Source: an optimization exercise on an open RTL-to-GDS flow (aim: small area, a short achievable clock period and few clock cycles per item). Production flows keep margins and buffers that such runs may drop. Where RTL was checked, it was by simulation tests only, not by an equivalence proof against the original. Power and IR drop assume default switching activity.

==> job 4789 <==
==> flow/design.v (excerpt) <==
module rs80_dec (
    input  wire        clk,
    input  wire        rst,           
    input  wire        in_valid,
    output wire        in_ready,
    input  wire [15:0] in_data,
    output wire        out_valid,
    input  wire        out_ready,
    output wire [15:0] out_data,
    output wire        out_last,
    output wire [1:0]  out_status,    
    output wire [6:0]  out_pos        
);
clock: 5.0 ns
lec_check: 0
cap_margin: 20
core_margin: 2
core_utilization: 40
slew_margin: 20
run.sh (not shown) runs the stock make flow with config.mk's settings and CLKGATE_MAP_FILE= SYNTH_SCRIPT=/design/flow/synth_recipe.tcl, a recipe that flattens the netlist after the stock synthesis.
==> job 6909 (differences from job 4789) <==
--- a/flow/design.v
+++ b/flow/design.v
@@ -77,27 +77,28 @@
     reg  [6:0]  rdd;        
     reg  [6:0]  cnt;        
     reg  [6:0]  in_cnt;     
     reg  [6:0]  acc_cnt;    
     reg  [6:0]  beat;       
     reg  [2:0]  du_st;      
-    reg         cur_v;      
-    reg  [1:0]  cur_st;
-    reg  [6:0]  cur_pos;
-    reg  [15:0] cur_e;
+    reg  [15:0] cur_e;      
+    reg         fx;
     reg  [15:0] o_data;
     reg         o_last;
     reg  [1:0]  o_st;
     reg  [6:0]  o_pos;
     reg         o_v;
     assign out_valid  = o_v;
     assign out_data   = o_data;
     assign out_last   = o_last;
     assign out_status = o_st;
     assign out_pos    = o_pos;
-    wire rd = (rdd == DL) && (cnt != 7'd0) && cur_v && (!o_v || out_ready);
+    wire b0 = (beat == 7'd0);
+    wire du_done = (du_st == 3'd7);
+    wire tap_ok = (rdd == DL) && (cnt != 7'd0) && (!b0 || du_done);
+    wire rd = tap_ok && (!o_v || out_ready);
     wire last_beat = (beat == 7'd79);
     reg  [15:0] s0, s1, s2, s3, s4, s5;
     wire        first = (acc_cnt == 7'd0);
     wire [15:0] s0n = first ? d_r : (s0 ^ d_r);
     wire [15:0] s1n = first ? d_r : (gf_mul(s1, A1) ^ d_r);
     wire [15:0] s2n = first ? d_r : (gf_mul(s2, A2) ^ d_r);
@@ -113,112 +114,127 @@
     end
     reg  [15:0] t0, t1, t2, t3, t4, t5;    
     reg  [15:0] e;                         
     reg  [15:0] g;                         
     reg  [15:0] prod;
     reg         found;
-    reg  [6:0]  m;
+    reg  [6:0]  m;                         
     reg         hk_ok;
     reg         allz;
+    reg         enz;                       
     reg  [15:0] hit;
-    reg  [3:0]  hj;
+    reg  [15:0] hit_r;
+    reg  [3:0]  hk;
     integer     j;
     always @(*) begin
-        hj = 4'd0;
-        for (j = 0; j < 16; j = j + 1) begin
+        for (j = 0; j < 16; j = j + 1)
             hit[j] = (g == gf_mul(e, 16'h0001 << j));
-            if (hit[j])
-                hj = hj | j[3:0];
-        end
-    end
-    wire any_hit = |hit;
+        hk = 4'd0;
+        for (j = 0; j < 16; j = j + 1)
+            if (hit_r[j])
+                hk = hk | (4'd15 - j[3:0]);
+    end
+    wire       any_hit = |hit_r;
+    wire [2:0] ka      = 3'd6 - du_st;           
     wire [1:0] res_st  = allz ? STATUS_OK :
-                         ((e != 16'd0) && found && hk_ok) ? STATUS_COR : STATUS_UNC;
-    wire [6:0] res_pos = (res_st == STATUS_COR) ? (7'd79 - m) : 7'd0;
-    wire load_cur = (du_st == 3'd6) && (!cur_v || (rd && last_beat));
+                         (enz && found && hk_ok) ? STATUS_COR : STATUS_UNC;
+    wire [6:0] res_pos = (res_st == STATUS_COR) ? m : 7'd0;
     always @(posedge clk) begin
         if (snap) begin
             t0 <= s0n; t1 <= s1n; t2 <= s2n;
             t3 <= s3n; t4 <= s4n; t5 <= s5n;
             e  <= s0n;
             g  <= s1n;
         end else begin
             t0 <= t1; t1 <= t2; t2 <= t3; t3 <= t4; t4 <= t5;
             g  <= gf_mul(g, AM16);
         end
-        prod <= gf_mul(t0, t2);
+        hit_r <= hit;
+        prod  <= gf_mul(t0, t2);
+        if (snap) begin
+            found <= 1'b0;
+            m     <= 7'd0;
+            hk_ok <= 1'b1;
+        end
         if (du_st == 3'd1) begin
             allz  <= ~|{t0, t1, t2, t3, t4, t5};
-            found <= any_hit;
-            m     <= {3'd0, hj};
-            hk_ok <= 1'b1;
-        end else if (du_st != 3'd0 && du_st != 3'd6) begin
-            if (any_hit && !found) begin
-                found <= 1'b1;
-                m     <= {du_st - 3'd1, hj};
-            end
+            enz   <= |t0;
+        end
+        if (du_st >= 3'd2 && du_st <= 3'd6) begin
+            found <= found | any_hit;
+            m     <= m | {ka & {3{any_hit}}, hk};
+        end
+        if (du_st >= 3'd2 && du_st <= 3'd5)
             hk_ok <= hk_ok & (prod == gf_sq(t0));
-        end
-        if (load_cur) begin
-            cur_st  <= res_st;
-            cur_pos <= res_pos;
-            cur_e   <= e;
-        end
-    end
-    wire [6:0] cnt_n    = cnt + {6'd0, v_r} - {6'd0, rd};
-    wire       empty_n  = (cnt_n == 7'd0) && !fire;
+    end
+    wire       idle     = (cnt == 7'd0) && !v_r;      
+    wire [6:0] cv       = cnt + {6'd0, v_r};
+    wire [6:0] cvm      = cv - 7'd1;
+    wire [6:0] cnt_n    = rd ? cvm : cv;
     wire [6:0] wd_dec   = (wd  == 7'd0) ? DM1 : (wd  - 7'd1);
     wire [6:0] rdd_dec  = (rdd == 7'd0) ? DM1 : (rdd - 7'd1);
-    wire [6:0] wd_n     = empty_n ? 7'd1 : (v_r ? wd  : wd_dec);
-    wire [6:0] rdd_n    = empty_n ? 7'd1 : (rd  ? rdd : rdd_dec);
+    wire [6:0] wd_adv   = v_r ? wd : wd_dec;
+    wire       realign  = idle && !fire;
+    wire [6:0] wd_n     = realign ? 7'd1 : wd_adv;
+    wire [6:0] rdd_n    = realign ? 7'd1 : (rd ? rdd : rdd_dec);
     wire [6:0] in_cnt_n = fire ? ((in_cnt == 7'd79) ? 7'd0 : in_cnt + 7'd1) : in_cnt;
+    wire       du_busy  = (du_st != 3'd0) && (du_st != 3'd7);
     wire [2:0] du_st_n  = snap ? 3'd1 :
-                          (du_st != 3'd0 && du_st != 3'd6) ? du_st + 3'd1 :
-                          load_cur ? 3'd0 : du_st;
-    wire       align_ok = fire ? (wd_n == 7'd0) : (wd_n == 7'd1);
-    wire       room_ok  = ({1'b0, cnt_n} + {7'd0, fire}) <= DM1W;
-    wire       du_ok    = (in_cnt_n != 7'd79) || (du_st_n == 3'd0);
+                          du_busy ? du_st + 3'd1 :
+                          (rd && b0) ? 3'd0 : du_st;
+    wire       du_idle0 = !snap && (du_st == 3'd0);
+    wire       du_idle1 = !snap && ((du_st == 3'd0) || (du_done && b0));
+    wire       du_idle_n = rd ? du_idle1 : du_idle0;
+    wire       cv_le2   = (cv <= DM1 - 7'd1);
+    wire       cv_le1   = (cv <= DM1);
+    wire       rdy1 = (wd_adv == 7'd0) &&
+                      (rd ? cv_le1 : cv_le2) &&
+                      ((in_cnt != 7'd78) || du_idle_n);
+    wire       rdy0 = (idle || (wd_adv == 7'd1)) &&
+                      (rd || cv_le1) &&
+                      ((in_cnt != 7'd79) || du_idle_n);
     always @(posedge clk) begin
         if (rst) begin
             in_rdy  <= 1'b1;
             v_r     <= 1'b0;
             wd      <= 7'd1;
             rdd     <= 7'd1;
             cnt     <= 7'd0;
             in_cnt  <= 7'd0;
             acc_cnt <= 7'd0;
             beat    <= 7'd0;
             du_st   <= 3'd0;
-            cur_v   <= 1'b0;
             o_v     <= 1'b0;
         end else begin
             v_r     <= fire;
-            in_rdy  <= align_ok && room_ok && du_ok;
+            in_rdy  <= fire ? rdy1 : rdy0;
             wd      <= wd_n;
             rdd     <= rdd_n;
             cnt     <= cnt_n;
             in_cnt  <= in_cnt_n;
             if (v_r)
                 acc_cnt <= (acc_cnt == 7'd79) ? 7'd0 : acc_cnt + 7'd1;
             du_st   <= du_st_n;
-            if (load_cur)
-                cur_v <= 1'b1;
-            else if (rd && last_beat)
-                cur_v <= 1'b0;
             if (rd) begin
                 beat <= last_beat ? 7'd0 : beat + 7'd1;
                 o_v  <= 1'b1;
             end else if (out_ready) begin
                 o_v  <= 1'b0;
             end
         end
     end
-    wire [15:0] fix = (cur_st == STATUS_COR && beat == cur_pos) ? cur_e : 16'd0;
+    wire [1:0]  st_use = b0 ? res_st : o_st;
+    wire        fixhit = b0 ? (res_st == STATUS_COR && m == 7'd0) : fx;
+    wire [15:0] e_use  = b0 ? e : cur_e;
     always @(posedge clk) begin
         if (rd) begin
-            o_data <= (cur_st == STATUS_UNC) ? 16'd0 : (tap ^ fix);
+            o_data <= (st_use == STATUS_UNC) ? 16'd0 : (tap ^ (fixhit ? e_use : 16'd0));
             o_last <= last_beat;
-            o_st   <= cur_st;
-            o_pos  <= cur_pos;
+            fx <= b0 ? (res_st == STATUS_COR && m == 7'd1) : (beat + 7'd1 == o_pos);
+            if (b0) begin
+                o_st  <= res_st;
+                o_pos <= res_pos;
+                cur_e <= e;
+            end
         end
     end
 endmodule
Settings changed: CORE_UTILIZATION 40 to 70, CTS_CLUSTER_DIAMETER set to 100, CTS_CLUSTER_SIZE set to 24, SETUP_SLACK_MARGIN set to 2.8.
==> job 2192 (differences from job 4789) <==
--- a/flow/design.v
+++ b/flow/design.v
@@ -8,13 +8,13 @@
     input  wire        out_ready,
     output wire [15:0] out_data,
     output wire        out_last,
     output wire [1:0]  out_status,    
     output wire [6:0]  out_pos        
 );
-    localparam integer D  = 88;       
+    localparam integer D  = 87;       
     localparam integer DL = 2;        
     localparam [6:0]   DM1 = D - 1;
     localparam [7:0]   DM1W = D - 1;
     localparam [1:0] STATUS_OK  = 2'd0,
                      STATUS_COR = 2'd1,
                      STATUS_UNC = 2'd2;
@@ -77,27 +77,27 @@
     reg  [6:0]  rdd;        
     reg  [6:0]  cnt;        
     reg  [6:0]  in_cnt;     
     reg  [6:0]  acc_cnt;    
     reg  [6:0]  beat;       
     reg  [2:0]  du_st;      
-    reg         cur_v;      
-    reg  [1:0]  cur_st;
-    reg  [6:0]  cur_pos;
-    reg  [15:0] cur_e;
+    reg  [15:0] cur_e;      
     reg  [15:0] o_data;
     reg         o_last;
     reg  [1:0]  o_st;
     reg  [6:0]  o_pos;
     reg         o_v;
     assign out_valid  = o_v;
     assign out_data   = o_data;
     assign out_last   = o_last;
     assign out_status = o_st;
     assign out_pos    = o_pos;
-    wire rd = (rdd == DL) && (cnt != 7'd0) && cur_v && (!o_v || out_ready);
+    wire b0 = (beat == 7'd0);
+    wire du_done = (du_st == 3'd6);
+    wire tap_ok = (rdd == DL) && (cnt != 7'd0) && (!b0 || du_done);
+    wire rd = tap_ok && (!o_v || out_ready);
     wire last_beat = (beat == 7'd79);
     reg  [15:0] s0, s1, s2, s3, s4, s5;
     wire        first = (acc_cnt == 7'd0);
     wire [15:0] s0n = first ? d_r : (s0 ^ d_r);
     wire [15:0] s1n = first ? d_r : (gf_mul(s1, A1) ^ d_r);
     wire [15:0] s2n = first ? d_r : (gf_mul(s2, A2) ^ d_r);
@@ -113,31 +113,31 @@
     end
     reg  [15:0] t0, t1, t2, t3, t4, t5;    
     reg  [15:0] e;                         
     reg  [15:0] g;                         
     reg  [15:0] prod;
     reg         found;
-    reg  [6:0]  m;
+    reg  [6:0]  m;                         
     reg         hk_ok;
     reg         allz;
     reg  [15:0] hit;
-    reg  [3:0]  hj;
+    reg  [3:0]  hk;
     integer     j;
     always @(*) begin
-        hj = 4'd0;
+        hk = 4'd0;
         for (j = 0; j < 16; j = j + 1) begin
             hit[j] = (g == gf_mul(e, 16'h0001 << j));
             if (hit[j])
-                hj = hj | j[3:0];
-        end
-    end
-    wire any_hit = |hit;
+                hk = hk | (4'd15 - j[3:0]);
+        end
+    end
+    wire       any_hit = |hit;
+    wire [2:0] ka      = 3'd5 - du_st;           
     wire [1:0] res_st  = allz ? STATUS_OK :
                          ((e != 16'd0) && found && hk_ok) ? STATUS_COR : STATUS_UNC;
-    wire [6:0] res_pos = (res_st == STATUS_COR) ? (7'd79 - m) : 7'd0;
-    wire load_cur = (du_st == 3'd6) && (!cur_v || (rd && last_beat));
+    wire [6:0] res_pos = (res_st == STATUS_COR) ? m : 7'd0;
     always @(posedge clk) begin
         if (snap) begin
             t0 <= s0n; t1 <= s1n; t2 <= s2n;
             t3 <= s3n; t4 <= s4n; t5 <= s5n;
             e  <= s0n;
             g  <= s1n;
@@ -146,79 +146,85 @@
             g  <= gf_mul(g, AM16);
         end
         prod <= gf_mul(t0, t2);
         if (du_st == 3'd1) begin
             allz  <= ~|{t0, t1, t2, t3, t4, t5};
             found <= any_hit;
-            m     <= {3'd0, hj};
+            m     <= {ka & {3{any_hit}}, hk};
             hk_ok <= 1'b1;
-        end else if (du_st != 3'd0 && du_st != 3'd6) begin
-            if (any_hit && !found) begin
-                found <= 1'b1;
-                m     <= {du_st - 3'd1, hj};
-            end
+        end else if (du_busy) begin
+            found <= found | any_hit;
+            m     <= m | {ka & {3{any_hit}}, hk};
             hk_ok <= hk_ok & (prod == gf_sq(t0));
         end
-        if (load_cur) begin
-            cur_st  <= res_st;
-            cur_pos <= res_pos;
-            cur_e   <= e;
-        end
-    end
-    wire [6:0] cnt_n    = cnt + {6'd0, v_r} - {6'd0, rd};
-    wire       empty_n  = (cnt_n == 7'd0) && !fire;
+    end
+    wire       idle     = (cnt == 7'd0) && !v_r;      
+    wire [6:0] cv       = cnt + {6'd0, v_r};
+    wire [6:0] cvm      = cv - 7'd1;
+    wire [6:0] cnt_n    = rd ? cvm : cv;
     wire [6:0] wd_dec   = (wd  == 7'd0) ? DM1 : (wd  - 7'd1);
     wire [6:0] rdd_dec  = (rdd == 7'd0) ? DM1 : (rdd - 7'd1);
-    wire [6:0] wd_n     = empty_n ? 7'd1 : (v_r ? wd  : wd_dec);
-    wire [6:0] rdd_n    = empty_n ? 7'd1 : (rd  ? rdd : rdd_dec);
+    wire [6:0] wd_adv   = v_r ? wd : wd_dec;
+    wire       realign  = idle && !fire;
+    wire [6:0] wd_n     = realign ? 7'd1 : wd_adv;
+    wire [6:0] rdd_n    = realign ? 7'd1 : (rd ? rdd : rdd_dec);
     wire [6:0] in_cnt_n = fire ? ((in_cnt == 7'd79) ? 7'd0 : in_cnt + 7'd1) : in_cnt;
+    wire       du_busy  = (du_st != 3'd0) && (du_st != 3'd6);
     wire [2:0] du_st_n  = snap ? 3'd1 :
-                          (du_st != 3'd0 && du_st != 3'd6) ? du_st + 3'd1 :
-                          load_cur ? 3'd0 : du_st;
-    wire       align_ok = fire ? (wd_n == 7'd0) : (wd_n == 7'd1);
-    wire       room_ok  = ({1'b0, cnt_n} + {7'd0, fire}) <= DM1W;
-    wire       du_ok    = (in_cnt_n != 7'd79) || (du_st_n == 3'd0);
+                          du_busy ? du_st + 3'd1 :
+                          (rd && b0) ? 3'd0 : du_st;
+    wire       du_idle0 = !snap && (du_st == 3'd0);
+    wire       du_idle1 = !snap && ((du_st == 3'd0) || (du_done && b0));
+    wire       du_idle_n = rd ? du_idle1 : du_idle0;
+    wire       cv_le2   = (cv <= DM1 - 7'd1);
+    wire       cv_le1   = (cv <= DM1);
+    wire       rdy1 = (wd_adv == 7'd0) &&
+                      (rd ? cv_le1 : cv_le2) &&
+                      ((in_cnt != 7'd78) || du_idle_n);
+    wire       rdy0 = (idle || (wd_adv == 7'd1)) &&
+                      (rd || cv_le1) &&
+                      ((in_cnt != 7'd79) || du_idle_n);
     always @(posedge clk) begin
         if (rst) begin
             in_rdy  <= 1'b1;
             v_r     <= 1'b0;
             wd      <= 7'd1;
             rdd     <= 7'd1;
             cnt     <= 7'd0;
             in_cnt  <= 7'd0;
             acc_cnt <= 7'd0;
             beat    <= 7'd0;
             du_st   <= 3'd0;
-            cur_v   <= 1'b0;
             o_v     <= 1'b0;
         end else begin
             v_r     <= fire;
-            in_rdy  <= align_ok && room_ok && du_ok;
+            in_rdy  <= fire ? rdy1 : rdy0;
             wd      <= wd_n;
             rdd     <= rdd_n;
             cnt     <= cnt_n;
             in_cnt  <= in_cnt_n;
             if (v_r)
                 acc_cnt <= (acc_cnt == 7'd79) ? 7'd0 : acc_cnt + 7'd1;
             du_st   <= du_st_n;
-            if (load_cur)
-                cur_v <= 1'b1;
-            else if (rd && last_beat)
-                cur_v <= 1'b0;
             if (rd) begin
                 beat <= last_beat ? 7'd0 : beat + 7'd1;
                 o_v  <= 1'b1;
             end else if (out_ready) begin
                 o_v  <= 1'b0;
             end
         end
     end
-    wire [15:0] fix = (cur_st == STATUS_COR && beat == cur_pos) ? cur_e : 16'd0;
+    wire [1:0]  st_use = b0 ? res_st : o_st;
+    wire        fixhit = b0 ? (res_st == STATUS_COR && m == 7'd0) : (beat == o_pos);
+    wire [15:0] e_use  = b0 ? e : cur_e;
     always @(posedge clk) begin
         if (rd) begin
-            o_data <= (cur_st == STATUS_UNC) ? 16'd0 : (tap ^ fix);
+            o_data <= (st_use == STATUS_UNC) ? 16'd0 : (tap ^ (fixhit ? e_use : 16'd0));
             o_last <= last_beat;
-            o_st   <= cur_st;
-            o_pos  <= cur_pos;
+            if (b0) begin
+                o_st  <= res_st;
+                o_pos <= res_pos;
+                cur_e <= e;
+            end
         end
     end
 endmodule
Settings changed: SETUP_SLACK_MARGIN set to 2.6.
==> summary.txt <==
| metric | job 6909 | job 4789 | job 2192 |
|---|---|---|---|
| Ratio of total power to cell area | 462 mW/mm^2 | 566 mW/mm^2 | 526 mW/mm^2 |
| Max rail drop VDD | 0.639 mV | 0.528 mV | 0.530 mV |
| Critical path origin | t0[11] | e[14] | e[12] |
| Post-Synthesis Mean Instance Area | 12.8 sq um | 12.9 sq um | 12.7 sq um |
| Number of enable flip-flop cells after synthesis | 182 | 185 | 179 |
| Number of buffers and inverters on the critical path | 1 | 0 | 2 |
| Area used by multi-input combinational logic | 0.0169 sq mm | 0.0149 sq mm | 0.0163 sq mm |
| Die Outline Area | 0.0776 sq mm | 0.136 sq mm | 0.134 sq mm |
| Slew at the pin closest to its max-slew limit | 1.00 ns | 1.14 ns | 1.12 ns |
| Floorplan core area | 0.0746 sq mm | 0.132 sq mm | 0.130 sq mm |
| Run status | complete, no violations | complete, no violations | complete, no violations |
| Reg-to-reg slack, setup | 1.84 ns | 0.75 ns | 1.77 ns |
| R2r worst-path depth | 7 | 9 | 11 |
| Met2 wire len | 70300 um | 43900 um | 49100 um |
Testbench counts of job 4789, summed over its fixed seeds: cycles 16,064, items 192.
Testbench counts of job 6909, summed over its fixed seeds: cycles 16,064, items 192.
No functional check of the RTL was part of job 2192.

==> re-timing with driven ports <==
How much do the figures lean on ideal ports? The routed layouts below were timed once more, with nothing changed but the port constraints.
Step 1, drivers: a clkbuf_16 drives clk and a buf_2 each remaining input, both assumed.
Step 2 also shifts input and output timing later by t, the mid clock arrival at the registers, as if the neighbouring blocks saw the same clock.
Slacks: ideal ports / drivers / drivers and shift; pairs: ideal ports / drivers.
| run | t, ns | slack for setup (ns) | hold WS [ns] | worst setup path after step 2 | slew at the worst register clock pin (ns) |
|---|---|---|---|---|---|
| job 4789 | 0.830 | 0.751 / 0.751 / 0.732 | 0.270 / 0.270 / 0.270 | input to register | 0.07 / 0.07 |
| job 6909 | 0.752 | 1.837 / 1.837 / 1.837 | 0.283 / 0.283 / 0.283 | register to register | 0.11 / 0.11 |
| job 2192 | 0.831 | 1.766 / 1.766 / 1.766 | 0.308 / 0.308 / 0.308 | register to register | 0.07 / 0.07 |
After both steps setup and hold are still met in every run listed. For job 4789, which loses most, drivers alone change the setup slack by 0.000 ns; drivers and shift together by -0.019 ns.
